From an optimization exercise on the open Yosys and OpenROAD flow, aimed at small area, a short achievable clock period and few clock cycles per item; shortcuts taken in it are not production practice.
At most, simulation tests tie the RTL to the original design; equivalence was not proved.
The RTL of run 5 was laid out without a check of its function.

==> design.v <==
module div_sqrt (
    input  wire        clk,
    input  wire        rst,
    input  wire        in_valid,
    output wire        in_ready,
    input  wire        op,         
    input  wire [31:0] a,
    input  wire [31:0] b,
    input  wire [4:0]  s,
    output reg         out_valid,
    output wire [31:0] result,
    output reg         sat
);
    localparam [1:0] S_IDLE = 2'd0, S_NORM = 2'd1, S_ITER = 2'd2, S_FIN = 2'd3;
    reg [1:0]  state;
    reg [5:0]  cnt;           
    reg        r_op;
    reg        r_aneg;        
    reg        r_neg;         
    reg [4:0]  r_s;
    reg [4:0]  za, zb;        
    reg        a_zero, b_zero;
    reg        a_ovf, b_ovf;   
    reg        f_force;       
    reg        f_zero;        
    reg        f_sat;         
    reg        f_neg;         
    reg [33:0] R;             
    reg [31:0] D;             
    reg        Ds;
    reg [33:0] Q;             
    assign in_ready = (state == S_IDLE) || (state == S_FIN);
    wire   accept   = in_valid && in_ready;
    assign result   = Q[31:0];
    wire [31:0] a_abs = a[31] ? (32'd0 - a) : a;
    wire [31:0] r_in  = (op && s[0]) ? {a[30:0], 1'b0} : a_abs;
    function [4:0] lzc32;
        input [31:0] x;
        reg   [15:0] h;
        reg   [7:0]  g;
        reg   [3:0]  f;
        reg   [1:0]  e;
        begin
            lzc32[4] = ~|x[31:16];
            h        = lzc32[4] ? x[15:0] : x[31:16];
            lzc32[3] = ~|h[15:8];
            g        = lzc32[3] ? h[7:0] : h[15:8];
            lzc32[2] = ~|g[7:4];
            f        = lzc32[2] ? g[3:0] : g[7:4];
            lzc32[1] = ~|f[3:2];
            e        = lzc32[1] ? f[1:0] : f[3:2];
            lzc32[0] = ~e[1];
        end
    endfunction
    wire [4:0]  la_in = lzc32((op && s[0]) ? {a[30:0], 1'b0} : (a ^ {32{a[31]}}));
    wire [4:0]  lb_in = lzc32(b ^ {32{b[31]}});
    wire [4:0]  las   = {za[4:1], 1'b0};         
    wire [31:0] ash   = R[31:0] << (r_op ? las : za);
    wire [32:0] bsh   = {Ds, D} << zb;
    wire        a_sh_ovf = ~ash[31] & ~a_zero;
    wire        b_sh_ovf = Ds & ~|bsh[31:0];
    wire [31:0] an    = {r_op ? ash[31] : ~a_zero, ash[30:0]};
    wire [32:0] bn    = bsh;
    wire [7:0]  e_nov     = {3'd0, r_s} - {3'd0, za} + {3'd0, zb};   
    wire [5:0]  last_sqrt = 6'd16 + {2'd0, r_s[4:1]} - {2'd0, za[4:1]};
    wire [5:0]  last_n    = r_op ? last_sqrt : (e_nov[5:0] + 6'd1);
    reg  [5:0]  last_r;
    reg         lo_m, lo_0, lo_p, hi_m, hi_0, hi_p;    
    wire        e_low     = (a_ovf & ~b_ovf) ? lo_p : (~a_ovf & b_ovf) ? lo_m : lo_0;  
    wire        e_high    = (a_ovf & ~b_ovf) ? hi_p : (~a_ovf & b_ovf) ? hi_m : hi_0;  
    wire        force_c   = r_op ? (r_aneg | a_zero)
                                 : (b_zero | a_zero | e_low | e_high);
    wire        fzero_c   = r_op | (b_zero ? a_zero : (a_zero | e_low));
    wire        fsat_c    = r_op ? r_aneg : (b_zero | (~a_zero & e_high));
    wire        fneg_c    = b_zero ? r_aneg : r_neg;
    wire        force_n   = r_op ? (r_aneg | a_zero) : (b_zero | a_zero);
    wire        fzero_n   = r_op | a_zero;
    wire        fsat_n    = r_op ? r_aneg : b_zero;
    wire        rnd    = (state == S_IDLE) || (state == S_FIN);
    wire        m      = ~R[33];               
    wire        k      = m ^ Ds;               
    wire [35:0] x      = rnd ? 36'd0 : {R[33:0], r_op ? Q[33:32] : 2'b00};
    wire [35:0] t      = {{2{Ds ^ k}}, D ^ {32{k}}, rnd | r_op | k, rnd | r_op | k};
    wire        cin    = rnd ? (r_neg ^ up) : (~r_op & k);
    wire [36:0] sum1   = {x, 1'b1} + {t, cin};            
    wire [35:0] sum    = sum1[36:1];
    wire        qb     = ~sum[35];
    wire [33:0] base   = Q;
    wire [32:0] bh     = base[33:1];
    wire        sticky = |R;                   
    wire        up     = base[0] & (r_op | sticky | base[1]);
    wire        ovf    = r_neg ? (bh[32] | (bh[31] & (|bh[30:0] | up)))
                               : (|bh[32:31] | (&bh[30:0] & up));
    wire [31:0] sres   = sum[33:2];
    wire [31:0] fin_res = f_force ? (f_zero ? 32'd0 : (f_neg ? 32'h8000_0000 : 32'h7FFF_FFFF))
                        : ovf     ? (r_neg ? 32'h8000_0000 : 32'h7FFF_FFFF)
                        :           sres;
    wire        fin_sat = f_force ? f_sat : ovf;
    always @(posedge clk) begin
        if (rst) begin
            state     <= S_IDLE;
            out_valid <= 1'b0;
        end else begin
            out_valid <= (state == S_FIN);
            case (state)
                S_NORM:  state <= force_n ? S_FIN : S_ITER;
                S_ITER:  if (force_c || cnt == last_r) state <= S_FIN;
                default: state <= accept ? S_NORM : S_IDLE;
            endcase
        end
    end
    always @(posedge clk) begin
        sat <= fin_sat;              
        if (accept) begin
            r_op   <= op;
            r_aneg <= a[31];
            r_neg  <= ~op & (a[31] ^ b[31]);
            r_s    <= s;
            za     <= la_in;
            zb     <= lb_in;
            a_zero <= ~|a;
            b_zero <= ~|b;
        end
        case (state)
            S_NORM: begin
                a_ovf   <= a_sh_ovf;
                b_ovf   <= b_sh_ovf;
                cnt     <= {6{~r_op & a_sh_ovf}};    
                last_r  <= last_n;
                lo_m    <= e_nov[7];
                lo_0    <= e_nov[7] & (e_nov != 8'hFF);
                lo_p    <= e_nov[7] & (e_nov < 8'hFE);
                hi_m    <= ~e_nov[7] & (e_nov[6:0] > 7'd33);
                hi_0    <= ~e_nov[7] & (e_nov[6:0] > 7'd32);
                hi_p    <= ~e_nov[7] & (e_nov[6:0] > 7'd31);
                f_force <= force_n;
                f_zero  <= fzero_n;
                f_sat   <= fsat_n;
                f_neg   <= fneg_c;
                if (!r_op) begin
                    R <= {2'b00, an};
                    {Ds, D} <= bn;
                    Q <= 34'd0;
                end else begin
                    R <= 34'd0;
                    {Ds, D} <= 33'd0;
                    Q <= {an, 2'b00};
                end
            end
            S_ITER: begin
                f_force <= force_c;
                f_zero  <= fzero_c;
                f_sat   <= fsat_c;
                f_neg   <= fneg_c;
                cnt     <= cnt + 6'd1;
                if (cnt == last_r)
                    Ds  <= qb ^ r_neg;           
                if (!r_op) begin
                    R <= sum[34:1];
                    Q <= {Q[32:0], qb};
                    if (cnt == last_r)
                        D <= Q[31:0];
                end else begin
                    R <= sum[33:0];
                    if (cnt == last_r) begin
                        Q <= {1'b0, D, qb};
                    end else begin
                        D <= {D[30:0], qb};
                        Q <= {Q[31:0], 2'b00};
                    end
                end
            end
            default: begin   
                Q   <= {2'd0, fin_res};
                cnt <= 6'd0;
                f_force <= force_c;
                f_zero  <= fzero_c;
                f_sat   <= fsat_c;
                f_neg   <= fneg_c;
                R   <= {2'b00, r_in};
                D   <= b;
                Ds  <= b[31];
            end
        endcase
    end
endmodule
==> run.sh <==
#!/bin/bash
# synth_recipe.tcl (not shown) runs the flow's synth.tcl, then flattens the netlist and writes it again
# the make line also repeats each setting of config.mk as NAME=value (left out here)
make -C /OpenROAD-flow-scripts/flow DESIGN_CONFIG=/design/flow/config.mk WORK_HOME=/design/flow/orfs CLKGATE_MAP_FILE= SYNTH_SCRIPT=/design/flow/synth_recipe.tcl finish
==> config.mk <==
export PLATFORM = sky130hd
export DESIGN_NAME = div_sqrt
export DESIGN_NICKNAME = div_sqrt
export VERILOG_FILES = /design/flow/design.v
export SDC_FILE = /design/flow/constraint.sdc
export NUM_CORES = 4
export LEC_CHECK = 0
export ABC_CLOCK_PERIOD_IN_PS = 2500
export CAP_MARGIN = 20
export CORE_MARGIN = 2
export CORE_UTILIZATION = 50
export SETUP_SLACK_MARGIN = 3.0
export SLEW_MARGIN = 20
==> constraint.sdc <==
create_clock -name core_clock -period 7.0 [get_ports {clk}]
set_input_delay 1.4000 -clock core_clock [delete_from_list [all_inputs] [get_ports {clk}]]
set_output_delay 1.4000 -clock core_clock [all_outputs]
set_load 0.01 [all_outputs]
==> results of run 1 <==
[layer usage]
layer | global-route usage (%) | vias up
met4 | 22.9 | 0
met3 | 9.23 | 268
met2 | 59.8 | 1332
met1 | 53.2 | 8732
li1 | - | 7903
met5 | 0 | -
[logic make-up (layout without fill, tap and decap cells)]
group | after synthesis | in the layout | synth area share, %
XOR/XNOR | 127 | 128 | 6.67
multiplexers | 244 | 244 | 17.0
other | 0 | 1 | 0
AND/OR/NAND/NOR | 612 | 613 | 17.9
buffers and inverters | 253 | 299 | 6.56
AO/OA/AOI/OAI | 642 | 642 | 25.3
adder cells (fa/ha/maj) | 59 | 59 | 4.61
flip-flops | 149 | 149 | 21.9
[metrics by stage]
| stage | instances | util, % |
|---|---|---|
| 2_1_floorplan | 2086 | - |
| 5_1_grt | 2576 | 60.4 |
| 4_1_cts | 2549 | 58.3 |
| 3_3_place_gp | 2469 | 54.3 |
| 3_5_place_dp | 2469 | 54.3 |
| 6_report | 2577 | 60.4 |
[sequential cells by signal, summed over array words and instances, names as in the netlist, 2 cells and up]
register,cells
D,32
Q,34
R,34
cnt,6
last_r,6
r_s,5
state,2
za,5
zb,5
[placed cells by master, fill, tap and decap left out, drive strengths merged, types with 55 or more instances in the layout]
master	instances
mux2i	195
nor2	173
a21oi	171
nand2	164
o21ai	137
buf	108
dfxtp	82
xnor2	81
edfxtp	67
clkdlybuf4s50	67
inv	63
ha	55
[repair_timing]
action,4_1_cts,5_1_grt
resized for setup,103,141
setup buffers,44,27
setup endpoints to repair,68,58
pin swaps,26,34
hold buffers,0,0
gates cloned,4,0
[worst max-delay path: cells and delay by family (launching register included)]
family                 cells  cell delay [ps]
XOR/XNOR                   2              310
AND/OR/NAND/NOR            2              420
flip-flops                 1              540
AO/OA/AOI/OAI              4              940
buffers and inverters     15             1830
[final cells by class]
class,instances,area [µm²],share of cell area (%)
clock buffers,17,425,2.15
well taps,442,553,2.80
clock inverters,15,156,0.791
multi-input cells,1686,12700,64.3
diodes,1,2.50,0.0127
flip-flops and latches,149,3670,18.5
inverters,58,241,1.22
repair buffers,209,2010,10.1
[path summary, 6_finish.rpt]
kind | start | end | slack (ps) | cells past startpoint
min | r_aneg | f_neg | 510 | 1
max | Ds | R[1] | 2840 | 23
min reg2reg | r_aneg | f_neg | 510 | 1
max reg2reg | Ds | R[1] | 2840 | 23
==> results.txt, run 1 <==
| Parameter | Reported | Unit |
|:---|:---|:---|
| Final count of hold timing violations | 0 | - |
| Worst path slowest cell | edfxtp_1 | - |
| Layout fillers | 2981 | - |
| Seq cells post-synth | 149 | - |
| Length of routed wiring on met1 | 28700 | µm |
| Area of all placed cells without fillers | 19800 | µm² |
| Synthesis Warnings | 1 | - |
| Last weighted congestion value of the routability-driven placer | 1.04 | - |
| RSZ-0062 raised after global routing | yes | - |
| Layout Nets | 2253 | - |
| Critical path class | flip-flop to flip-flop | - |
| H-tree depth reported by CTS | 4 | - |
| Num ports | 108 | - |
| Smallest setup slack after layout | 2840 | ps |
| Count leader, synth | mux2i_1 | - |
| Top Metal Used | met4 | - |
| Cell area after technology mapping | 16700 | µm² |
| Number of routed nets with antenna violations | 0 | - |
| Wire length of the first global-routing pass | 106000 | µm |
| Maximum buffer depth of the clock tree | 2 | - |
| Status | complete, no violations | - |
| Minimum period implied by the final worst setup slack | 4160 | ps |
| Global route total overflow | 0 | - |
| CTS Root Buffer Type | clkbuf_16 | - |
| Area share of the largest cell type after synthesis | 12.1 | % |
| Synth-to-Final Area Change | 18.5 | % |
| WP data required | 7340 | ps |
| Endpoint kind of the worst setup timing path | flip-flop | - |
| Synth Area per Inst | 7.99 | µm² |
| Area inside the core boundary | 32700 | µm² |
| Antenna violations before repair | 0 | - |
| Number of enable flip-flop cells after synthesis | 67 | - |
| Router iterations before antenna repair | 9 | - |
| TritonCTS clock tree | built | - |
| Post-synth net total | 2218 | - |
| Via count of the first global-routing pass | 16600 | - |
| Post-synthesis cell type count | 84 | - |
| Leading area contributor after synthesis | edfxtp_1 | - |
| Pin count of the biggest net entering global routing | 76 | - |
| Type of the tightest min-delay check | flip-flop to flip-flop | - |
| Number of DRC violations after detailed routing | 0 | - |
| Category of the worst setup path launch point | flip-flop | - |
| Maximum fanout encountered on the critical timing path | 4 | - |
| Final Skew | 16.5 | ps |
| Setup TNS Final | 0 | ps |
| Normalized max-slew margin | 27.4 | % |
| Die Span Y | 187 | µm |
| Area post-placement | 17800 | µm² |
| Sum of routed wire length over all layers | 72400 | µm |
| Largest incremental delay on the critical path | 540 | ps |
| HPWL after DPL | 53100 | µm |
| Cells after Synth | 2086 | - |
| Leading cell types by total area after synthesis | edfxtp_1, mux2i_1, dfxtp_1 | - |
| Chip Width | 187 | µm |
| Number of max-capacitance violations reported | 0 | - |
| Fraction of layout cells with a size suffix above 1 | 15.6 | % |
| Met3 wire length | 8020 | µm |
| Initial cell density of the core | 51.0 | % |
| Detailed Route Iter0 Violations | 2626 | - |
| Total routing usage reported by global routing | 40.1 | % |
| Number of max-slew violations in the final report | 0 | - |
| Max frequency | 240 | MHz |
| Met2 wire len | 31300 | µm |
| Clk sink count | 149 | - |
| Cell with the most instances on the worst path | buf_6 | - |
| Share of synthesized area occupied by flip-flops and latches | 21.9 | % |
| Fraction of synthesis flops using an asynchronous set or reset pin | 0 | % |
| Average routed wire per standard cell | 28.1 | µm |
| Per-cell via count in the routed design | 7.08 | - |
| Most frequently used flop master after synthesis | dfxtp_1 | - |
| Ordered list of cells on the worst path | buf_6, xnor2_4, a22oi_2, nor4b_4, nor2_2, buf_4, buf_6, buf_6, buf_4, buf_6, buf_6, buf_4, buf_4, buf_4, buf_4, buf_6, buf_6, buf_6, buf_6, a21o_1, a21oi_4, xnor2_4, a221o_1 | - |
| Worst skew pair latency | 470 | ps |
| Clk pin slew, worst setup/hold paths | 70 | ps |
| Part of the cycle the worst path needs | 59.5 | % |
| Total of buffers placed on input and output ports | 107 | - |
| Most numerous cell types in the synthesized netlist | mux2i_1, nor2_1, a21oi_1, nand2_1, o21ai_0 | - |
| Number of setup violations in the final report | 0 | - |
| Worst slack at placement | 1770 | ps |
| Number of placement rows | 66 | - |
| Post-Route Hold Slack | 506 | ps |
| Number of buffers added by the clock tree synthesis step | 17 | - |
| WP data arrival | 4500 | ps |
| Detailed-route via count | 18200 | - |
| Slew at the pin closest to its max-slew limit | 1090 | ps |
| Total Die Area | 34800 | µm² |
Testbench counts, summed over its fixed seeds: cycles 37,466, items 2,400.
==> run 2: changes to the inputs <==
--- a/config.mk
+++ b/config.mk
@@ -10,3 +10,3 @@
 export CORE_MARGIN = 2
-export CORE_UTILIZATION = 50
+export CORE_UTILIZATION = 30
 export SETUP_SLACK_MARGIN = 3.0
==> run 2 against run 1 <==
  * Still clean on timing, DRC and antenna
  * Wire length grew 2.5%
  * Count of clock-buffer cells in the layout is the same
  * Synthesized cell count is the same
  * Worst setup slack gained 2.4 ps
  * Cell count grew 11%
  * Synthesized area is the same
  * Clock skew shrank 4.9 ps
==> results.txt, run 2 <==
| Parameter | Reported | Unit | vs previous |
|:---|:---|:---|:---|
| Number of buffers added by the clock tree synthesis step | 17 | - | unchanged |
| Start point of the worst hold path | r_aneg | - |  |
| Per-cell via count in the routed design | 6.23 | - | -12% |
| Category of the worst setup path launch point | flip-flop | - |  |
| Type of the tightest min-delay check | flip-flop to flip-flop | - |  |
| Number of max-slew violations in the final report | 0 | - | unchanged |
| Antenna violations before repair | 2 | - | +2 |
| RSZ-0062 raised after global routing | yes | - |  |
| Minimum period implied by the final worst setup slack | 4160 | ps | -2.41 ps |
| Chip Width | 240 | µm | +28% |
| Global route total overflow | 0 | - | unchanged |
| Grt met2 use | 37.7 | % | -22 points |
| Fraction of layout cells with a size suffix above 1 | 14.2 | % | -1.4 points |
| Cell area after technology mapping | 16700 | µm² | unchanged |
| HPWL after DPL | 55400 | µm | +4.2% |
| Average routed wire per standard cell | 25.8 | µm | -7.9% |
| Global-route met3 utilization | 4.38 | % | -4.9 points |
| Launching instance or port of the critical path | R[32] | - |  |
| Last weighted congestion value of the routability-driven placer | 1.05 | - | +0.35% |
| Total Die Area | 57500 | µm² | +65% |
| Layout Nets | 2238 | - | -0.67% |
| CTS Root Buffer Type | clkbuf_16 | - |  |
| TritonCTS clock tree | built | - |  |
| Initial cell density of the core | 30.3 | % | -21 points |
| End point of the worst hold path | f_neg | - |  |
| Number of buffers added to fix hold violations after cts | 0 | - | unchanged |
| Endpoint kind of the worst setup timing path | flip-flop | - |  |
| Final count of hold timing violations | 0 | - | unchanged |
| Worst reg2reg path endpoint | Ds | - |  |
| Wire length of the first global-routing pass | 108000 | µm | +1.8% |
| Number of placement rows | 86 | - | +30% |
| Cells after Synth | 2086 | - | unchanged |
| Number of setup violations in the final report | 0 | - | unchanged |
| Slack of the worst reg-to-reg path | 2840 | ps | about the same |
| Worst slack at placement | 1630 | ps | -142 ps |
| Router iterations before antenna repair | 6 | - | -3 |
| Total of buffers placed on input and output ports | 107 | - | unchanged |
| Setup TNS Final | 0 | ps | unchanged |
| H-tree depth reported by CTS | 4 | - | unchanged |
| Synth Area per Inst | 7.99 | µm² | unchanged |
| Pin count of the biggest net entering global routing | 75 | - | -1.3% |
| Leading cell types by total area after synthesis | edfxtp_1, mux2i_1, dfxtp_1 | - |  |
| Count leader, synth | mux2i_1 | - |  |
| WP data required | 7280 | ps | -60 ps |
| Total routing usage reported by global routing | 25.1 | % | -15 points |
| Share of synthesized area occupied by flip-flops and latches | 21.9 | % | unchanged |
| Num ports | 108 | - | unchanged |
| Detailed Route Iter0 Violations | 2086 | - | -21% |
| Part of the cycle the worst path needs | 59.5 | % | about the same |
| Number of max-capacitance violations reported | 0 | - | unchanged |
| Sum of routed wire length over all layers | 74100 | µm | +2.5% |
| Via count of the first global-routing pass | 16600 | - | -0.26% |
| Number of routed nets with antenna violations | 0 | - | unchanged |
| Reg-to-reg critical path startpoint | R[32] | - |  |
| Area share of the largest cell type after synthesis | 12.1 | % | unchanged |
| Clk pin slew, worst setup/hold paths | 80 | ps | about the same |
| Leading area contributor after synthesis | edfxtp_1 | - |  |
| Maximum buffer depth of the clock tree | 2 | - | unchanged |
| Area inside the core boundary | 55000 | µm² | +68% |
| Layout fillers | 5682 | - | +91% |
| Global-route met1 utilization | 34.2 | % | -19 points |
| Most used cells in the layout excluding fill and tap cells | mux2i_1, nor2_1, a21oi_1, nand2_1, o21ai_0 | - |  |
| Seq cells post-synth | 149 | - | unchanged |
| Global-route layer with the greatest usage | met2 | - |  |
| Most common cell after layout, fill and taps aside | mux2i_1 | - |  |
| Number of enable flip-flop cells after synthesis | 67 | - | unchanged |
| Clk sink count | 149 | - | unchanged |
| Synth-to-Final Area Change | 18.6 | % | about the same |
| Final Skew | 11.6 | ps | -4.87 ps |
| Fraction of synthesis flops using an asynchronous set or reset pin | 0 | % | unchanged |
| Slew at the pin closest to its max-slew limit | 1100 | ps | +15.8 ps |
| Detailed-route via count | 17900 | - | -2.0% |
| Max frequency | 240 | MHz | about the same |
| Number of DRC violations after detailed routing | 0 | - | unchanged |
| Post-synth net total | 2218 | - | unchanged |
| Normalized max-slew margin | 26.3 | % | -1.1 points |
| Maximum fanout encountered on the critical timing path | 4 | - | unchanged |
| Cells on worst reg2reg path | 16 | - | -30% |
| Die Span Y | 240 | µm | +28% |
| Status | complete, no violations | - |  |
| Registers with the most flip-flops | Q: 34 flops, R: 34 flops, D: 32 flops | - |  |
| Most numerous cell types in the synthesized netlist | mux2i_1, nor2_1, a21oi_1, nand2_1, o21ai_0 | - |  |
| Smallest setup slack after layout | 2840 | ps | +2.41 ps |
| Post-synthesis cell type count | 84 | - | unchanged |
| Worst skew pair latency | 460 | ps | about the same |
| Critical path class | flip-flop to flip-flop | - |  |
| Most frequently used flop master after synthesis | dfxtp_1 | - |  |
| Worst hold path cell count | 1 | - | unchanged |
| Synthesis Warnings | 1 | - | unchanged |
| WP data arrival | 4440 | ps | -60 ps |
## run 2: cell counts after synthesis
Identical to the previous run, type by type.
## run 2: logic make-up after synthesis
kind of cell / share of synthesized area (%)
AO/OA/AOI/OAI: 25.3
AND/OR/NAND/NOR: 17.9
buffers and inverters: 6.56
multiplexers: 17.0
flip-flops: 21.9
XOR/XNOR: 6.67
adder cells (fa/ha/maj): 4.61
## run 2: metrics by stage
| step | area, µm² | hold WS [ps] | instances | util (%) |
|---|---|---|---|---|
| after floorplan | 16900 | 443 | 2086 | - |
| after global placement | 18100 | 476 | 2775 | 33.0 |
| after detailed placement | 18100 | 484 | 2775 | 33.0 |
| after CTS | 19300 | 502 | 2842 | 35.1 |
| after global routing | 19800 | 519 | 2867 | 36.0 |
| final | 19800 | 505 | 2868 | 36.0 |
## run 2: worst max path at each step
stage	slack, ps	cells after the start	endpoint
finish	2840	16	Ds
global route	2790	16	Ds
CTS	2850	17	Ds
detailed placement	1630	11	za[0]
global placement	1700	12	zb[1]
floorplan	2660	17	za[0]
## run 2: cell type report
class                   count  area [µm²]  area share [%]
diodes                      1        2.50          0.0127
flip-flops and latches    149        3670            18.6
clock inverters            15         158           0.797
repair buffers            194        1780            8.98
clock buffers              17         425            2.15
multi-input cells        1686       12600            63.5
inverters                  58         244            1.23
well taps                 748         936            4.73
## run 2: critical path: stages (launching register included)
cell      delay, ps
dfxtp_2         340
nor4_4          330
nand4_1         180
buf_4           190
nor4b_4         340
nor2_2          110
inv_2            80
fa_2            200
nand2b_4        140
a21boi_4         60
o211a_1         260
o2111a_2        320
o211ai_1        310
nand2_1         140
a221o_1         380
o311a_1         320
a221oi_2        280
## run 2: timing repair
item | 4_1_cts | 5_1_grt
cloned | 1 | 1
endpoints found under the setup margin | 76 | 66
setup buffers | 34 | 24
gates resized for setup | 106 | 87
pin swaps | 17 | 31
## run 2: per-layer routing
metal / wire length, µm / up-vias
met4: 3650 / 2
met2: 31600 / 1185
met1: 30800 / 8611
met5: 13 / -
li1: - / 7864
met3: 8140 / 217
==> run 3: changes to the inputs <==
--- a/config.mk
+++ b/config.mk
@@ -10,4 +10,4 @@
 export CORE_MARGIN = 2
-export CORE_UTILIZATION = 30
-export SETUP_SLACK_MARGIN = 3.0
+export CORE_UTILIZATION = 40
+export SETUP_SLACK_MARGIN = 3.15
 export SLEW_MARGIN = 20
==> run 3 against run 2 <==
  * Still clean
  * Clock skew increased by 2.1 ps
  * Sequential share of layout area decreased by 0.14 points
  * Die area decreased by 25%
  * Synthesized cell count unchanged
  * Critical endpoint unchanged
==> results.txt, run 3 <==
| Parameter | Reported | Unit | vs previous |
|:---|:---|:---|:---|
| Detailed Route Iter0 Violations | 2334 | - | +12% |
| Number of max-slew violations in the final report | 0 | - | unchanged |
| Global route total overflow | 0 | - | unchanged |
| Initial cell density of the core | 40.7 | % | +10 points |
| Detailed-route via count | 17900 | - | -0.011% |
| Reg-to-reg critical path startpoint | R[4] | - |  |
| Critical path class | flip-flop to flip-flop | - |  |
| Per-cell via count in the routed design | 6.66 | - | +6.8% |
| Post-synthesis share of cell area spent on and, or, nand and nor gates | 17.9 | % | unchanged |
| Number of routed nets with antenna violations | 0 | - | unchanged |
| Post-synth net total | 2218 | - | unchanged |
| WP data arrival | 4350 | ps | -90 ps |
| Seq cells post-synth | 149 | - | unchanged |
| Final Skew | 13.7 | ps | +2.08 ps |
| Normalized max-slew margin | 24.7 | % | -1.6 points |
| Post-Synth Adder-Cell Area | 4.61 | % | unchanged |
| Area inside the core boundary | 41000 | µm² | -25% |
| Last weighted congestion value of the routability-driven placer | 1.00 | - | -4.3% |
| Area occupied by registers | 3670 | µm² | -0.10% |
| Final count of hold timing violations | 0 | - | unchanged |
| Most common cell after layout, fill and taps aside | mux2i_1 | - |  |
| Layout Nets | 2272 | - | +1.5% |
| Total of buffers placed on input and output ports | 107 | - | unchanged |
| Maximum buffer depth of the clock tree | 2 | - | unchanged |
| Clk sink count | 149 | - | unchanged |
| Number of DRC violations after detailed routing | 0 | - | unchanged |
| RSZ-0062 raised after global routing | yes | - |  |
| Total inserted antenna cells | 0 | - | -1 |
| Main combinational cell family by area after synthesis | compound AO/OA/AOI/OAI gates | - |  |
| Maximum fanout encountered on the critical timing path | 3 | - | -1 |
| Total Die Area | 43300 | µm² | -25% |
| Chip Width | 208 | µm | -13% |
| Sum of routed wire length over all layers | 74000 | µm | -0.21% |
| Multi-input gate area in the final layout | 12700 | µm² | +1.1% |
| Fraction of synthesis flops using an asynchronous set or reset pin | 0 | % | unchanged |
| Wire length of the first global-routing pass | 108000 | µm | about the same |
| Max frequency | 247 | MHz | +3.0% |
| Setup TNS Final | 0 | ps | unchanged |
| Synth-to-Final Area Change | 19.3 | % |  |
| Synthesized-area fraction occupied by xor and xnor cells | 6.67 | % | unchanged |
| Start point of the worst hold path | r_aneg | - |  |
| Clk pin slew, worst setup/hold paths | 80 | ps | about the same |
| Count leader, synth | mux2i_1 | - |  |
| Launching instance or port of the critical path | R[4] | - |  |
| Most frequently used flop master after synthesis | dfxtp_1 | - |  |
| HPWL after DPL | 55000 | µm | -0.67% |
| Pin count of the biggest net entering global routing | 66 | - | -12% |
| Type of the tightest min-delay check | flip-flop to flip-flop | - |  |
| Most numerous cell types in the synthesized netlist | mux2i_1, nor2_1, a21oi_1, nand2_1, o21ai_0 | - |  |
| Fraction of layout cells with a size suffix above 1 | 16.5 | % | +2.3 points |
| Number of setup violations in the final report | 0 | - | unchanged |
| Multiplexer share of the synthesized area | 17.0 | % | unchanged |
| Leading area contributor after synthesis | edfxtp_1 | - |  |
| Number of enable flip-flop cells after synthesis | 67 | - | unchanged |
| Number of placement rows | 74 | - | -14% |
| Area post-placement | 17900 | µm² | -1.4% |
| Number of buffers added by the clock tree synthesis step | 17 | - | unchanged |
| Area of all placed cells without fillers | 19900 | µm² | +0.63% |
| Num ports | 108 | - | unchanged |
| Worst skew pair latency | 470 | ps | about the same |
| Minimum period implied by the final worst setup slack | 4040 | ps | -120 ps |
| Die Span Y | 208 | µm | -13% |
| Synth Area per Inst | 7.99 | µm² | unchanged |
| Synthesis Warnings | 1 | - | unchanged |
| Leading cell types by total area after synthesis | edfxtp_1, mux2i_1, dfxtp_1 | - |  |
| Share of synthesized area occupied by flip-flops and latches | 21.9 | % | unchanged |
| Number of max-capacitance violations reported | 0 | - | unchanged |
| Total routing usage reported by global routing | 33.0 | % | +7.9 points |
| Status | complete, no violations | - |  |
| CTS Root Buffer Type | clkbuf_16 | - |  |
| Part of the cycle the worst path needs | 57.8 | % | -1.7 points |
| Cell area after technology mapping | 16700 | µm² | unchanged |
| Category of the worst setup path launch point | flip-flop | - |  |
| Layout fillers | 3949 | - | -30% |
| Slew at the pin closest to its max-slew limit | 1130 | ps | +24.0 ps |
| Antenna violations before repair | 1 | - | -1 |
| Registers with the most flip-flops | Q: 34 flops, R: 34 flops, D: 32 flops | - |  |
| Cells after Synth | 2086 | - | unchanged |
| TritonCTS clock tree | built | - |  |
| H-tree depth reported by CTS | 4 | - | unchanged |
| Router iterations before antenna repair | 6 | - | unchanged |
| Area share of the largest cell type after synthesis | 12.1 | % | unchanged |
| Synth Area in Compound Gates | 25.3 | % | unchanged |
| Post-synthesis cell type count | 84 | - | unchanged |
| Via count of the first global-routing pass | 16600 | - | +0.16% |
| WP data required | 7300 | ps | +20 ps |
| Most used cells in the layout excluding fill and tap cells | mux2i_1, nor2_1, a21oi_1, nand2_1, o21ai_0 | - |  |
| Endpoint kind of the worst setup timing path | flip-flop | - |  |
| Average routed wire per standard cell | 27.6 | µm | +6.6% |
## run 3: final timing paths
| kind | endpoint | slack [ps] | cells past startpoint |
|---|---|---|---|
| hold reg to reg | f_neg | 500 | 1 |
| setup / recovery | Ds | 2960 | 15 |
| hold / removal | f_neg | 500 | 1 |
| setup reg to reg | Ds | 2960 | 15 |
## run 3: final cells by class
class	count	share of cell area, %
clock inverter	14	0.817
sequential	149	18.4
tap	532	3.34
multi-input combinational	1688	63.8
clock buffer	18	2.16
inverter	58	1.27
timing repair buffer	226	10.1
## run 3: critical path: stages (launching register included)
cell and delay, ps:
dfxtp_4 360, nor4_4 360, nand4_1 260, nor4b_4 370, nor2_2 80, inv_2 60, fa_2 190, nand2b_4 140
a21boi_4 60, o211a_1 260, o2111a_2 300, o211ai_1 340, nand2_1 150, a221o_1 360, o311a_1 360, a221oi_2 250
## run 3: cells by family (layout without fill, tap and decap cells)
family	count (synthesis)	in the layout
compound gates	642	642
xor+xnor	127	128
fa+ha+maj	59	59
buf+inv	253	316
flops	149	149
mux	244	244
simple gates	612	615
## run 3: what timing repair did
item / 4_1_cts / 5_1_grt
pin swaps: 36 / 49
cloned: 2 / 3
endpoints found under the setup margin: 91 / 69
buffers inserted: 56 / 35
gates resized for setup: 145 / 132
hold buffers: 0 / 0
## run 3: metal layers
| layer | part of all wire (%) | up-vias | GRT usage [%] |
|---|---|---|---|
| met5 | 0.018 | - | 0 |
| met4 | 6.1 | 2 | 19.4 |
| met3 | 10 | 239 | 6.40 |
| met2 | 43 | 1128 | 50.4 |
| met1 | 41 | 8557 | 43.3 |
| li1 | - | 7951 | - |
## run 3: stage by stage
step                      hold slack, ps  utilization, %  cells  worst slack [ps]
after floorplan                      443               -   2086              2660
after global placement               478            43.6   2557              1690
after detailed placement             488            43.6   2557              1530
after CTS                            506            47.1   2647              3020
after global routing                 526            48.5   2685              2870
final                                504            48.5   2685              2960
==> run 4: changes to the inputs <==
--- a/config.mk
+++ b/config.mk
@@ -11,3 +11,3 @@
 export CORE_UTILIZATION = 40
-export SETUP_SLACK_MARGIN = 3.15
+export SETUP_SLACK_MARGIN = 2.8
 export SLEW_MARGIN = 20
==> run 4 against run 3 <==
  * Still clean
  * Count of clock-buffer cells in the layout is 2 higher
  * Clock skew grew 4.1 ps
  * Register-to-register slack worse by 100 ps
  * Fmax down 2.5%
  * Utilization decreased by 1.3 points
  * Wire length decreased by 1.9%
  * Worst setup slack worse by 100 ps
  * Largest cell class unchanged
==> results.txt, run 4 <==
| Parameter | Reported | Unit | vs previous |
|:---|:---|:---|:---|
| Status | complete, no violations | - |  |
| Slew at the pin closest to its max-slew limit | 1150 | ps | +28.5 ps |
| Number of max-slew violations in the final report | 0 | - | unchanged |
| Fraction of layout cells with a size suffix above 1 | 12.8 | % | -3.7 points |
| Fraction of synthesis flops using an asynchronous set or reset pin | 0 | % | unchanged |
| Cells after Synth | 2086 | - | unchanged |
| Last weighted congestion value of the routability-driven placer | 0.997 | - | -0.63% |
| Area share of the largest cell type after synthesis | 12.1 | % | unchanged |
| Post-synthesis share of cell area spent on and, or, nand and nor gates | 17.9 | % | unchanged |
| Area of all placed cells without fillers | 19400 | µm² | -2.7% |
| Total of buffers placed on input and output ports | 107 | - | unchanged |
| HPWL after DPL | 54600 | µm | -0.75% |
| Synth-to-Final Area Change | 16.1 | % |  |
| Seq cells post-synth | 149 | - | unchanged |
| Die Span Y | 208 | µm | unchanged |
| Synthesis Warnings | 1 | - | unchanged |
| Max frequency | 241 | MHz | -2.5% |
| Count leader, synth | mux2i_1 | - |  |
| Clk sink count | 149 | - | unchanged |
| RSZ-0062 raised after global routing | no | - |  |
| Most frequently used flop master after synthesis | dfxtp_1 | - |  |
| Number of placement rows | 74 | - | unchanged |
| Type of the tightest min-delay check | flip-flop to flip-flop | - |  |
| TritonCTS clock tree | built | - |  |
| Registers with the most flip-flops | Q: 34 flops, R: 34 flops, D: 32 flops | - |  |
| WP data required | 7350 | ps | +50 ps |
| Most numerous cell types in the synthesized netlist | mux2i_1, nor2_1, a21oi_1, nand2_1, o21ai_0 | - |  |
| Post-Synth Adder-Cell Area | 4.61 | % | unchanged |
| Cell area after technology mapping | 16700 | µm² | unchanged |
| Chip Width | 208 | µm | unchanged |
| Setup TNS Final | 0 | ps | unchanged |
| Endpoint kind of the worst setup timing path | flip-flop | - |  |
| Total routing usage reported by global routing | 32.4 | % | -0.56 points |
| Most used cells in the layout excluding fill and tap cells | mux2i_1, nor2_1, a21oi_1, nand2_1, o21ai_0 | - |  |
| Synthesized-area fraction occupied by xor and xnor cells | 6.67 | % | unchanged |
| Number of routed nets with antenna violations | 0 | - | unchanged |
| Normalized max-slew margin | 22.8 | % | -1.9 points |
| Category of the worst setup path launch point | flip-flop | - |  |
| Area occupied by registers | 3660 | µm² | -0.27% |
| H-tree depth reported by CTS | 4 | - | unchanged |
| Pin count of the biggest net entering global routing | 73 | - | +11% |
| Post-synth net total | 2218 | - | unchanged |
| Minimum period implied by the final worst setup slack | 4150 | ps | +104 ps |
| Number of setup violations in the final report | 0 | - | unchanged |
| Synth Area per Inst | 7.99 | µm² | unchanged |
| Antenna violations before repair | 2 | - | +1 |
| Number of buffers added by the clock tree synthesis step | 17 | - | unchanged |
| Share of synthesized area occupied by flip-flops and latches | 21.9 | % | unchanged |
| Worst skew pair latency | 470 | ps | about the same |
| Area inside the core boundary | 41000 | µm² | unchanged |
| Part of the cycle the worst path needs | 59.2 | % | +1.5 points |
| Leading area contributor after synthesis | edfxtp_1 | - |  |
| Main combinational cell family by area after synthesis | compound AO/OA/AOI/OAI gates | - |  |
| Number of enable flip-flop cells after synthesis | 67 | - | unchanged |
| Per-cell via count in the routed design | 6.65 | - | -0.11% |
| Router iterations before antenna repair | 6 | - | unchanged |
| Post-synthesis cell type count | 84 | - | unchanged |
| CTS Root Buffer Type | clkbuf_16 | - |  |
| Global route total overflow | 0 | - | unchanged |
| Total Die Area | 43300 | µm² | unchanged |
| Total inserted antenna cells | 0 | - | unchanged |
| Multi-input gate area in the final layout | 12400 | µm² | -2.2% |
| Via count of the first global-routing pass | 16200 | - | -2.7% |
| Num ports | 108 | - | unchanged |
| Leading cell types by total area after synthesis | edfxtp_1, mux2i_1, dfxtp_1 | - |  |
| Wire length of the first global-routing pass | 107000 | µm | -1.4% |
| WP data arrival | 4490 | ps | +140 ps |
| Initial cell density of the core | 40.7 | % | unchanged |
| Number of buffers added to fix hold violations after cts | 0 | - | unchanged |
| Final count of hold timing violations | 0 | - | unchanged |
| Detailed Route Iter0 Violations | 2341 | - | +0.30% |
| Final Skew | 17.8 | ps | +4.12 ps |
| Area post-placement | 17800 | µm² | -0.22% |
| Number of DRC violations after detailed routing | 0 | - | unchanged |
| Layout Nets | 2225 | - | -2.1% |
| Maximum fanout encountered on the critical timing path | 22 | - | +19 |
| Detailed-route via count | 17500 | - | -1.9% |
| Critical path class | flip-flop to flip-flop | - |  |
| Clk pin slew, worst setup/hold paths | 80 | ps | about the same |
| Multiplexer share of the synthesized area | 17.0 | % | unchanged |
| Number of max-capacitance violations reported | 0 | - | unchanged |
| Maximum buffer depth of the clock tree | 2 | - | unchanged |
| Layout fillers | 4035 | - | +2.2% |
| Average routed wire per standard cell | 27.5 | µm | -0.15% |
| Sum of routed wire length over all layers | 72600 | µm | -1.9% |
| Synth Area in Compound Gates | 25.3 | % | unchanged |
| Most common cell after layout, fill and taps aside | mux2i_1 | - |  |
run 4: cell count changes in the layout (fill, tap and decap cells not counted), moves of 4 or more:
cell,previous run,this run
a21oi_1,161,165
buf_2,5,0
buf_4,109,62
clkdlybuf4s50_1,64,82
dfxtp_1,75,79
dlygate4sd2_1,16,6
dlymetal6s2s_1,7,11
o21ai_0,119,134
o21ai_1,13,2
o21ai_2,5,1
run 4: worst max-delay path, stage by stage, from the launching register on:
cell and delay [ps]:
edfxtp_1 480, buf_4 330, nand2b_4 340, buf_4 380, mux2i_1 300, mux2i_1 160
mux2i_1 670, nand2_1 130, a31oi_1 520, o32a_1 260, a2bb2oi_1 310, mux2i_1 120
run 4: through the flow:
step           setup slack [ps]  hold slack [ps]  utilization (%)  std cells
3_3_place_gp               1660              481             43.5       2558
3_5_place_dp               1630              502             43.5       2558
2_1_floorplan              2660              443                -       2086
5_1_grt                    2770              525             47.2       2638
4_1_cts                    2740              517             45.7       2604
6_report                   2850              523             47.2       2638
run 4: layout make-up:
| class | count | area share [%] |
|---|---|---|
| multi-input combinational | 1684 | 64.1 |
| sequential | 149 | 18.9 |
| timing repair buffer | 183 | 9.05 |
| tap | 532 | 3.44 |
| clock buffer | 20 | 2.42 |
| inverter | 58 | 1.27 |
| clock inverter | 12 | 0.795 |
run 4: path summary, 6_finish.rpt:
| kind | startpoint | end | slack (ps) | depth (start not counted) |
|---|---|---|---|---|
| worst min register to register | r_aneg | f_neg | 520 | 1 |
| worst max register to register | r_op | R[22] | 2850 | 11 |
| worst max-delay path | r_op | R[22] | 2850 | 11 |
| worst min-delay path | r_aneg | f_neg | 520 | 1 |
run 4: logic make-up after synthesis:
logic type               count (synthesis)
AO/OA/AOI/OAI                          642
AND/OR/NAND/NOR                        612
buffers and inverters                  253
multiplexers                           244
flip-flops                             149
XOR/XNOR                               127
adder cells (fa/ha/maj)                 59
run 4: what timing repair did:
action	in CTS	in global routing
setup buffers	14	33
gates cloned	0	1
gates resized for setup	51	84
setup endpoints to repair	73	54
pin swaps	9	19
run 4: per-layer routing:
metal  vias to the layer above  wire length [µm]  GRT usage [%]
met1                      8498             30400           44.1
met2                      1031             32100           51.1
met5                         -                23              0
met3                       176              6660           4.69
met4                         4              3380           14.2
li1                       7835                 -              -
==> run 5: changes to the inputs <==
--- a/design.v
+++ b/design.v
@@ -89,3 +89,4 @@
     wire [32:0] bh     = base[33:1];
-    wire        sticky = |R;                   
+    wire        s_zero = ((x ^ t) == {x[34:0] | t[34:0], cin});
+    reg         sticky;
     wire        up     = base[0] & (r_op | sticky | base[1]);
@@ -150,2 +151,3 @@
             S_ITER: begin
+                sticky  <= ~s_zero;
                 f_force <= force_c;
--- a/config.mk
+++ b/config.mk
@@ -11,3 +11,3 @@
 export CORE_UTILIZATION = 40
-export SETUP_SLACK_MARGIN = 2.8
+export SETUP_SLACK_MARGIN = 3.0
 export SLEW_MARGIN = 20
==> run 5 against run 4 <==
  * Still clean on timing, DRC and antenna
  * Utilization shrank 0.25 points
  * Worst setup slack gained 180 ps
  * Via count grew 7.6%
  * Cell count grew 10%
  * Worst hold slack lost 2.3 ps
  * Synthesized cell count grew 10%
  * Clock skew grew 0.85 ps
  * Sequential cell count grew 1
  * Largest cell class unchanged
==> results.txt, run 5 <==
| Parameter | Reported | Unit | vs previous |
|:---|:---|:---|:---|
| Layout fillers | 4375 | - | +8.4% |
| Leading area contributor after synthesis | mux2i_1 | - |  |
| Part of the cycle the worst path needs | 56.7 | % | -2.6 points |
| TritonCTS clock tree | built | - |  |
| Post-synthesis cell type count | 96 | - | +14% |
| RSZ-0062 raised after global routing | yes | - |  |
| Type of the tightest min-delay check | flip-flop to flip-flop | - |  |
| Num ports | 108 | - | unchanged |
| Per-cell via count in the routed design | 6.51 | - | -2.1% |
| Start point of the worst hold path | cnt[0] | - |  |
| WP data required | 7390 | ps | +40 ps |
| Global route total overflow | 0 | - | unchanged |
| Initial cell density of the core | 40.6 | % | -0.058 points |
| Last weighted congestion value of the routability-driven placer | 0.996 | - | -0.12% |
| Slew at the pin closest to its max-slew limit | 894 | ps | -260 ps |
| Share of synthesized area occupied by flip-flops and latches | 20.5 | % | -1.4 points |
| Synthesis Warnings | 1 | - | unchanged |
| Number of enable flip-flop cells after synthesis | 68 | - | +1.5% |
| Number of placement rows | 77 | - | +4.1% |
| Final count of hold timing violations | 0 | - | unchanged |
| Via count of the first global-routing pass | 17200 | - | +6.5% |
| Total inserted antenna cells | 0 | - | unchanged |
| Setup TNS Final | 0 | ps | unchanged |
| Post-synth net total | 2468 | - | +11% |
| Leading cell types by total area after synthesis | mux2i_1, edfxtp_1, dfxtp_1 | - |  |
| Area occupied by registers | 3690 | µm² | +0.79% |
| Total Die Area | 46700 | µm² | +7.7% |
| End point of the worst hold path | cnt[0] | - |  |
| Clk sink count | 150 | - | +0.67% |
| WP data arrival | 4360 | ps | -130 ps |
| Critical path class | flip-flop to flip-flop | - |  |
| Router iterations before antenna repair | 9 | - | +3 |
| Final Skew | 18.6 | ps | +0.854 ps |
| Synth-to-Final Area Change | 15.6 | % |  |
| Slack of the worst reg-to-reg path | 3030 | ps | +180 ps |
| Detailed-route via count | 18900 | - | +7.6% |
| Multi-input gate area in the final layout | 13500 | µm² | +8.5% |
| Fraction of synthesis flops using an asynchronous set or reset pin | 0 | % | unchanged |
| HPWL after DPL | 59500 | µm | +8.9% |
| Pin count of the biggest net entering global routing | 58 | - | -21% |
| Endpoint kind of the worst setup timing path | flip-flop | - |  |
| Post-Route Hold Slack | 521 | ps | -2.26 ps |
| Category of the worst setup path launch point | flip-flop | - |  |
| Cells after Synth | 2301 | - | +10% |
| Maximum fanout encountered on the critical timing path | 16 | - | -27% |
| Chip Width | 216 | µm | +3.8% |
| Number of setup violations in the final report | 0 | - | unchanged |
| Worst hold path cell count | 1 | - | unchanged |
| Worst reg2reg path endpoint | R[20] | - |  |
| Final standard cell utilization of the core | 47.0 | % | -0.25 points |
| Seq cells post-synth | 150 | - | +0.67% |
| Number of buffers added by the clock tree synthesis step | 17 | - | unchanged |
| Most used cells in the layout excluding fill and tap cells | mux2i_1, nand2_1, a21oi_1, o21ai_0, nor2_1 | - |  |
| Area inside the core boundary | 44300 | µm² | +8.0% |
| Most common cell after layout, fill and taps aside | mux2i_1 | - |  |
| Worst skew pair latency | 470 | ps | about the same |
| Most frequently used flop master after synthesis | dfxtp_1 | - |  |
| Max frequency | 252 | MHz | +4.5% |
| Normalized max-slew margin | 40.2 | % | +17 points |
| Wire length of the first global-routing pass | 114000 | µm | +7.3% |
| Number of buffers added to fix hold violations after cts | 0 | - | unchanged |
| Detailed Route Iter0 Violations | 2538 | - | +8.4% |
| Maximum buffer depth of the clock tree | 2 | - | unchanged |
| Registers with the most flip-flops | Q: 34 flops, R: 34 flops, D: 32 flops | - |  |
| Die Span Y | 216 | µm | +3.8% |
| Antenna violations before repair | 2 | - | unchanged |
| Number of routed nets with antenna violations | 0 | - | unchanged |
| CTS Root Buffer Type | clkbuf_16 | - |  |
| Number of max-capacitance violations reported | 0 | - | unchanged |
| Layout Nets | 2463 | - | +11% |
| Area share of the largest cell type after synthesis | 11.7 | % | -0.33 points |
| Number of max-slew violations in the final report | 0 | - | unchanged |
| Cells on worst reg2reg path | 15 | - | +4 |
| Total routing usage reported by global routing | 32.8 | % | +0.41 points |
| Cell area after technology mapping | 18000 | µm² | +7.9% |
| Fraction of layout cells with a size suffix above 1 | 13.1 | % | +0.26 points |
| Reg-to-reg critical path startpoint | state[0] | - |  |
| H-tree depth reported by CTS | 4 | - | unchanged |
| Minimum period implied by the final worst setup slack | 3970 | ps | -179 ps |
| Count leader, synth | mux2i_1 | - |  |
| Total of buffers placed on input and output ports | 107 | - | unchanged |
| Most numerous cell types in the synthesized netlist | mux2i_1, a21oi_1, nand2_1, o21ai_0, nor2_1 | - |  |
| Average routed wire per standard cell | 27.5 | µm | +0.13% |
| Clk pin slew, worst setup/hold paths | 70 | ps | about the same |
| Sum of routed wire length over all layers | 79900 | µm | +10% |
| Status | complete, no violations | - |  |
| Synth Area per Inst | 7.82 | µm² | -2.2% |
| Number of DRC violations after detailed routing | 0 | - | unchanged |
## run 5: worst max-delay path by stage
stage	startpoint	end	slack (ps)
after global routing	state[0]	R[29]	2940
after floorplan	a[1]	R[25]	2930
after global placement	b[28]	zb[0]	1500
after detailed placement	b[28]	zb[0]	1480
after CTS	b[26]	zb[0]	2880
final	state[0]	R[20]	3030
## run 5: metrics by stage
stage,worst slack [ps],instance area (µm²),instances
after detailed placement,1480,19000,2813
after global placement,1500,19000,2813
after CTS,2880,20200,2871
final,3030,20800,2901
after global routing,2940,20800,2901
after floorplan,2930,18100,2301
## run 5: routing by layer
| metal | up-vias | track usage, % | share of wire (%) |
|---|---|---|---|
| li1 | 8388 | - | - |
| met1 | 9143 | 44.7 | 42 |
| met2 | 1151 | 49.7 | 43 |
| met3 | 196 | 7.71 | 10 |
| met4 | 4 | 13.6 | 4.6 |
| met5 | - | 0 | 0.025 |
## run 5: area by class of cell
class / count / share of cell area, %
flip-flops and latches: 150 / 17.7
multi-input cells: 1817 / 64.7
clock buffers: 17 / 2.04
clock inverters: 15 / 0.926
inverters: 116 / 2.14
repair buffers: 193 / 8.85
well taps: 592 / 3.56
repair inverters: 1 / 0.0301
## run 5: kinds of logic (layout without fill, tap and decap cells)
family,count (synthesis),after routing,synth area share (%)
AO/OA/AOI/OAI,684,684,24.7
flip-flops,150,150,20.5
XOR/XNOR,158,158,7.69
buffers and inverters,334,342,8.66
adder cells (fa/ha/maj),94,94,6.70
multiplexers,243,243,14.3
AND/OR/NAND/NOR,638,638,17.5
## run 5: worst max-delay path: stages, from the launching register on
cell      delay [ps]
dfxtp_2          360
inv_2             60
ha_4             330
buf_12           190
nor2b_1          290
ha_1             380
a21o_1           210
a21o_1           180
a21oi_1          200
o21ai_0          150
a211oi_2         300
o31ai_4          150
xnor2_1          580
a311o_1          290
a21oi_1           50
a41oi_1          160
## run 5: what timing repair did
item | 4_1_cts | 5_1_grt
gates cloned | 1 | 2
pin swaps | 19 | 30
hold endpoints to repair | 0 | 0
setup endpoints to repair | 70 | 48
resized for setup | 121 | 113
buffers inserted | 25 | 28
==> run 6: changes to the inputs <==
--- a/design.v
+++ b/design.v
@@ -89,4 +89,3 @@
     wire [32:0] bh     = base[33:1];
-    wire        s_zero = ((x ^ t) == {x[34:0] | t[34:0], cin});
-    reg         sticky;
+    wire        sticky = |R;                   
     wire        up     = base[0] & (r_op | sticky | base[1]);
@@ -151,3 +150,2 @@
             S_ITER: begin
-                sticky  <= ~s_zero;
                 f_force <= force_c;
==> run 6 against run 5 <==
  * Still clean
  * Worst setup slack worse by 170 ps
  * Fmax is 4.1% lower
  * Synthesized cell count is 9.3% lower
  * First-iteration DRC count is 13% lower
  * Utilization is 0.29 points higher
  * Count of clock-buffer cells in the layout stayed put
  * Worst hold slack worse by 5.4 ps
  * Design area is 6.9% lower
  * Register-to-register slack worse by 170 ps
  * Via count is 5.8% lower
==> results.txt, run 6 <==
| Parameter | Reported | Unit | vs previous |
|:---|:---|:---|:---|
| Number of routed nets with antenna violations | 0 | - | unchanged |
| Registers with the most flip-flops | Q: 34 flops, R: 34 flops, D: 32 flops | - |  |
| Number of buffers added to fix hold violations after cts | 0 | - | unchanged |
| WP data required | 7200 | ps | -190 ps |
| Post-synthesis cell type count | 84 | - | -13% |
| Layout Nets | 2238 | - | -9.1% |
| Max frequency | 242 | MHz | -4.1% |
| Leading area contributor after synthesis | edfxtp_1 | - |  |
| Antenna violations before repair | 3 | - | +1 |
| Type of the tightest min-delay check | flip-flop to flip-flop | - |  |
| Total inserted antenna cells | 0 | - | unchanged |
| Detailed-route via count | 17800 | - | -5.8% |
| Wire length of the first global-routing pass | 109000 | µm | -4.6% |
| Category of the worst setup path launch point | flip-flop | - |  |
| Num ports | 108 | - | unchanged |
| Area inside the core boundary | 41000 | µm² | -7.4% |
| Number of DRC violations after detailed routing | 0 | - | unchanged |
| Clk sink count | 149 | - | -0.67% |
| Minimum period implied by the final worst setup slack | 4140 | ps | +171 ps |
| Last weighted congestion value of the routability-driven placer | 1.03 | - | +3.2% |
| Number of max-capacitance violations reported | 0 | - | unchanged |
| Worst slack at placement | 1500 | ps | +23.8 ps |
| Synth-to-Final Area Change | 16.2 | % |  |
| Total routing usage reported by global routing | 33.3 | % | +0.42 points |
| Final count of hold timing violations | 0 | - | unchanged |
| TritonCTS clock tree | built | - |  |
| Smallest setup slack after layout | 2860 | ps | -171 ps |
| Pin count of the biggest net entering global routing | 74 | - | +28% |
| Total of buffers placed on input and output ports | 107 | - | unchanged |
| Share of synthesized area occupied by flip-flops and latches | 21.9 | % | +1.4 points |
| Die Span Y | 208 | µm | -3.7% |
| Most common cell after layout, fill and taps aside | mux2i_1 | - |  |
| WP data arrival | 4340 | ps | -20 ps |
| Endpoint kind of the worst setup timing path | flip-flop | - |  |
| Global route total overflow | 0 | - | unchanged |
| Detailed Route Iter0 Violations | 2196 | - | -13% |
| Most frequently used flop master after synthesis | dfxtp_1 | - |  |
| Part of the cycle the worst path needs | 59.1 | % | +2.4 points |
| Number of setup violations in the final report | 0 | - | unchanged |
| Maximum fanout encountered on the critical timing path | 4 | - | -12 |
| H-tree depth reported by CTS | 4 | - | unchanged |
| Fraction of synthesis flops using an asynchronous set or reset pin | 0 | % | unchanged |
| Sum of routed wire length over all layers | 74100 | µm | -7.2% |
| Number of buffers added by the clock tree synthesis step | 17 | - | unchanged |
| Area share of the largest cell type after synthesis | 12.1 | % | +0.33 points |
| Number of enable flip-flop cells after synthesis | 67 | - | -1.5% |
| RSZ-0062 raised after global routing | yes | - |  |
| Number of placement rows | 74 | - | -3.9% |
| Fraction of layout cells with a size suffix above 1 | 14.0 | % | +0.89 points |
| Synth Area per Inst | 7.99 | µm² | +2.2% |
| Cell area after technology mapping | 16700 | µm² | -7.3% |
| Total Die Area | 43300 | µm² | -7.2% |
| Critical path class | flip-flop to flip-flop | - |  |
| Most used cells in the layout excluding fill and tap cells | mux2i_1, nor2_1, a21oi_1, nand2_1, o21ai_0 | - |  |
| Worst skew pair latency | 470 | ps | about the same |
| Status | complete, no violations | - |  |
| Count leader, synth | mux2i_1 | - |  |
| Post-Route Hold Slack | 515 | ps | -5.45 ps |
| Initial cell density of the core | 40.7 | % | +0.058 points |
| Setup TNS Final | 0 | ps | unchanged |
| Normalized max-slew margin | 30.5 | % | -9.7 points |
| Maximum buffer depth of the clock tree | 2 | - | unchanged |
| Clk pin slew, worst setup/hold paths | 70 | ps | about the same |
| Cells after Synth | 2086 | - | -9.3% |
| Final Skew | 9.64 | ps | -9.00 ps |
| Most numerous cell types in the synthesized netlist | mux2i_1, nor2_1, a21oi_1, nand2_1, o21ai_0 | - |  |
| Leading cell types by total area after synthesis | edfxtp_1, mux2i_1, dfxtp_1 | - |  |
| Number of max-slew violations in the final report | 0 | - | unchanged |
| Post-synth net total | 2218 | - | -10% |
| Via count of the first global-routing pass | 16500 | - | -4.5% |
| Average routed wire per standard cell | 28.0 | µm | +1.5% |
| Synthesis Warnings | 1 | - | unchanged |
| CTS Root Buffer Type | clkbuf_16 | - |  |
| Per-cell via count in the routed design | 6.71 | - | +3.1% |
| Seq cells post-synth | 149 | - | -0.67% |
| Chip Width | 208 | µm | -3.7% |
| Slew at the pin closest to its max-slew limit | 1040 | ps | +144 ps |
| Router iterations before antenna repair | 6 | - | -3 |
| HPWL after DPL | 55300 | µm | -7.1% |
-- run 6: stage by stage --
stage | std cells | cell area (µm²) | utilization [%]
after floorplan | 2086 | 16900 | -
after global placement | 2557 | 17800 | 43.5
after detailed placement | 2557 | 17900 | 43.5
after CTS | 2627 | 19000 | 46.2
after global routing | 2651 | 19400 | 47.2
final | 2651 | 19400 | 47.2
-- run 6: layout make-up --
class,count,area (µm²)
clock inverter,15,148
inverter,58,246
timing repair buffer,194,1780
multi-input combinational,1686,12400
tap,532,666
clock buffer,17,425
sequential,149,3670
fill,4087,21600
-- run 6: what timing repair did --
item,4_1_cts,5_1_grt
hold endpoints to repair,0,0
endpoints found under the setup margin,80,54
buffers inserted,37,23
resized for setup,98,89
gates cloned,1,1
pin swaps,30,30
-- run 6: logic make-up (layout without fill, tap and decap cells) --
kind of cell | count (synthesis) | count (layout) | synth area share, %
AOI/OAI and AO/OA | 642 | 642 | 25.3
and+or+nand+nor | 612 | 614 | 17.9
buffers and inverters | 253 | 284 | 6.56
muxes | 244 | 244 | 17.0
DFF | 149 | 149 | 21.9
xor gates and xnor gates | 127 | 127 | 6.67
adders and majority gates | 59 | 59 | 4.61
-- run 6: final timing paths --
kind / start / endpoint / slack (ps) / cells after the start
worst max-delay path: r_op / D[0] / 2860 / 16
worst min-delay path: r_aneg / f_neg / 520 / 1
worst max register to register: r_op / D[0] / 2860 / 16
worst min register to register: r_aneg / f_neg / 520 / 1
-- run 6: metal layers --
layer / global-route usage, % / vias up / part of all wire [%]
met1: 44.1 / 8622 / 41
met4: 16.7 / 4 / 4.8
met5: 0 / - / 0.031
met3: 6.35 / 191 / 9.7
li1: - / 7885 / -
met2: 51.7 / 1093 / 44
-- run 6: worst max-delay path, cell delays in order, from the launching register on --
cell and delay (ps):
edfxtp_1 520, nor4_2 240, nand4_1 210, nor4b_4 380, nor2_2 90, inv_2 60, fa_2 190, nand2b_4 140
a21boi_4 60, o211a_1 250, o2111a_2 300, o211ai_1 400, nand2_1 180, a221o_1 400, buf_6 140, a211oi_2 220
o31ai_1 90
Testbench counts of run 6, summed over its fixed seeds: cycles 37,466, items 2,400.
==> run 7: changes to the inputs <==
--- a/config.mk
+++ b/config.mk
@@ -11,2 +11,3 @@
 export CORE_UTILIZATION = 40
+export PLACE_DENSITY_LB_ADDON = 0.2
 export SETUP_SLACK_MARGIN = 3.0
==> run 7 against run 6 <==
  * Count of clock-buffer cells in the layout increased by 1
  * Synthesized area unchanged
  * Sequential share of layout area decreased by 0.45 points
  * Critical path depth increased by 1
  * Die area unchanged
  * Worst hold slack got worse by 2.1 ps
  * Register-to-register slack improved by 40 ps
  * Via count decreased by 0.13%
  * Non-clock buffer count increased by 13
  * Fmax increased by 1.0%
  * Sequential cell count unchanged
  * Critical path type unchanged
  * Critical endpoint unchanged
  * Highest routed layer is now met4
==> results.txt, run 7 <==
| Parameter | Reported | Unit | vs previous |
|:---|:---|:---|:---|
| Endpoint kind of the worst setup timing path | flip-flop | - |  |
| Share of synthesized area occupied by flip-flops and latches | 21.9 | % | unchanged |
| Area of all placed cells without fillers | 19900 | µm² | +2.5% |
| Most used cells in the layout excluding fill and tap cells | mux2i_1, nor2_1, a21oi_1, nand2_1, o21ai_0 | - |  |
| Global-route layer with the greatest usage | met2 | - |  |
| Slew at the pin closest to its max-slew limit | 1120 | ps | +79.2 ps |
| Category of the worst setup path launch point | flip-flop | - |  |
| Seq cells post-synth | 149 | - | unchanged |
| HPWL after DPL | 55400 | µm | +0.33% |
| Cells on worst reg2reg path | 17 | - | +1 |
| Detailed Route Iter0 Violations | 2038 | - | -7.2% |
| Number of buffers added by the clock tree synthesis step | 17 | - | unchanged |
| Launching instance or port of the critical path | R[33] | - |  |
| Number of DRC violations after detailed routing | 0 | - | unchanged |
| Status | complete, no violations | - |  |
| Most frequently used flop master after synthesis | dfxtp_1 | - |  |
| Total Die Area | 43300 | µm² | unchanged |
| Per-cell via count in the routed design | 6.67 | - | -0.62% |
| Pin count of the biggest net entering global routing | 80 | - | +8.1% |
| Maximum buffer depth of the clock tree | 2 | - | unchanged |
| Via count of the first global-routing pass | 16400 | - | -0.23% |
| Normalized max-slew margin | 25.2 | % | -5.3 points |
| Global route total overflow | 0 | - | unchanged |
| Clk pin slew, worst setup/hold paths | 70 | ps | about the same |
| WP data required | 7210 | ps | about the same |
| CTS Root Buffer Type | clkbuf_16 | - |  |
| Synth-to-Final Area Change | 19.1 | % |  |
| Count leader, synth | mux2i_1 | - |  |
| Total routing usage reported by global routing | 32.9 | % | -0.34 points |
| Initial cell density of the core | 40.7 | % | unchanged |
| Critical path class | flip-flop to flip-flop | - |  |
| Number of setup violations in the final report | 0 | - | unchanged |
| Last weighted congestion value of the routability-driven placer | 1.00 | - | -2.6% |
| Worst reg2reg path endpoint | D[0] | - |  |
| Detailed-route via count | 17800 | - | -0.13% |
| Setup TNS Final | 0 | ps | unchanged |
| Synthesis Warnings | 1 | - | unchanged |
| Leading area contributor after synthesis | edfxtp_1 | - |  |
| Buffers and inverters on the worst path | 3 | - | +1 |
| Registers with the most flip-flops | Q: 34 flops, R: 34 flops, D: 32 flops | - |  |
| Maximum fanout encountered on the critical timing path | 5 | - | +1 |
| RSZ-0062 raised after global routing | yes | - |  |
## run 7: worst min-delay path by stage
stage          slack, ps  endpoint  depth (start not counted)  startpoint
2_1_floorplan        440       sat                          2       f_sat
3_3_place_gp         480     f_neg                          1      r_aneg
3_5_place_dp         500     f_neg                          1      r_aneg
4_1_cts              510     f_neg                          1      r_aneg
5_1_grt              560     f_neg                          1      r_aneg
6_report             510     f_neg                          1      r_aneg
## run 7: area by class of cell
| class | instances | area (µm²) | area share, % |
|---|---|---|---|
| Inverter | 58 | 248 | 1.25 |
| Antenna cell | 1 | 2.50 | 0.0126 |
| Sequential cell | 149 | 3670 | 18.5 |
| Multi-Input combinational cell | 1685 | 12800 | 64.3 |
| Timing Repair Buffer | 207 | 1920 | 9.67 |
| Tap cell | 532 | 666 | 3.35 |
| Clock buffer | 18 | 439 | 2.21 |
| Clock inverter | 14 | 141 | 0.712 |
## run 7: stage by stage
stage | cells | setup WS, ps | hold slack, ps | util, %
after global routing | 2664 | 2820 | 558 | 48.4
after CTS | 2632 | 2880 | 513 | 46.6
after floorplan | 2086 | 2660 | 443 | -
final | 2664 | 2900 | 513 | 48.4
after detailed placement | 2561 | 1670 | 498 | 43.6
after global placement | 2561 | 1730 | 482 | 43.6
## run 7: layer usage
layer | part of all wire (%) | wire [µm]
met5 | 0 | 0
met4 | 5.3 | 3960
met3 | 9.3 | 6870
met2 | 44 | 32900
met1 | 41 | 30400
## run 7: timing repair
item | 4_1_cts | 5_1_grt
cloned | 2 | 0
endpoints found under the setup margin | 73 | 57
pin swaps | 25 | 37
gates resized for setup | 110 | 127
buffers inserted | 37 | 30
## run 7: logic make-up (layout without fill, tap and decap cells)
| logic type | after synthesis | in the layout | share of synthesized area (%) |
|---|---|---|---|
| muxes | 244 | 244 | 17.0 |
| other | 0 | 1 | 0 |
| xor gates and xnor gates | 127 | 127 | 6.67 |
| and+or+nand+nor | 612 | 613 | 17.9 |
| AOI/OAI and AO/OA | 642 | 642 | 25.3 |
| buffers and inverters | 253 | 297 | 6.56 |
| adders and majority gates | 59 | 59 | 4.61 |
| DFF | 149 | 149 | 21.9 |

separate check: timing with driven ports:
The results above use ideal ports. As a check the final layouts listed here were re-extracted and re-timed, cells and wires unchanged. Step 1, drivers: a clkbuf_16 drives clk and a buf_2 each remaining input, both assumed. Step 2 adds t to the input delays and takes it off the output delays; t is the mean of the earliest and latest rising clock arrival at the registers after step 1. Input paths then give back, and output paths get back, about the clock's delay inside the block. Slacks: no drivers / after step 1 / after step 2; pairs: no drivers / after step 1.
| run | shift t [ns] | setup WS [ns] | worst register clock-pin slew, ns | cell pins on the clock port's net |
|---|---|---|---|---|
| run 1 | 0.514 | 2.835 / 2.835 / 2.599 | 0.08 / 0.08 | 1 |
| run 2 | 0.509 | 2.838 / 2.838 / 2.498 | 0.08 / 0.08 | 1 |
| run 3 | 0.524 | 2.957 / 2.957 / 2.643 | 0.08 / 0.08 | 1 |
| run 4 | 0.515 | 2.853 / 2.853 / 2.381 | 0.08 / 0.08 | 1 |
| run 5 | 0.520 | 3.033 / 3.033 / 2.579 | 0.08 / 0.08 | 1 |
| run 6 | 0.523 | 2.862 / 2.862 / 2.577 | 0.07 / 0.07 | 1 |
| run 7 | 0.512 | 2.903 / 2.903 / 2.520 | 0.07 / 0.07 | 1 |
After both steps every run listed still meets setup and hold. For run 4, which loses most, drivers alone change the setup slack by 0.000 ns; drivers and shift together by -0.472 ns.
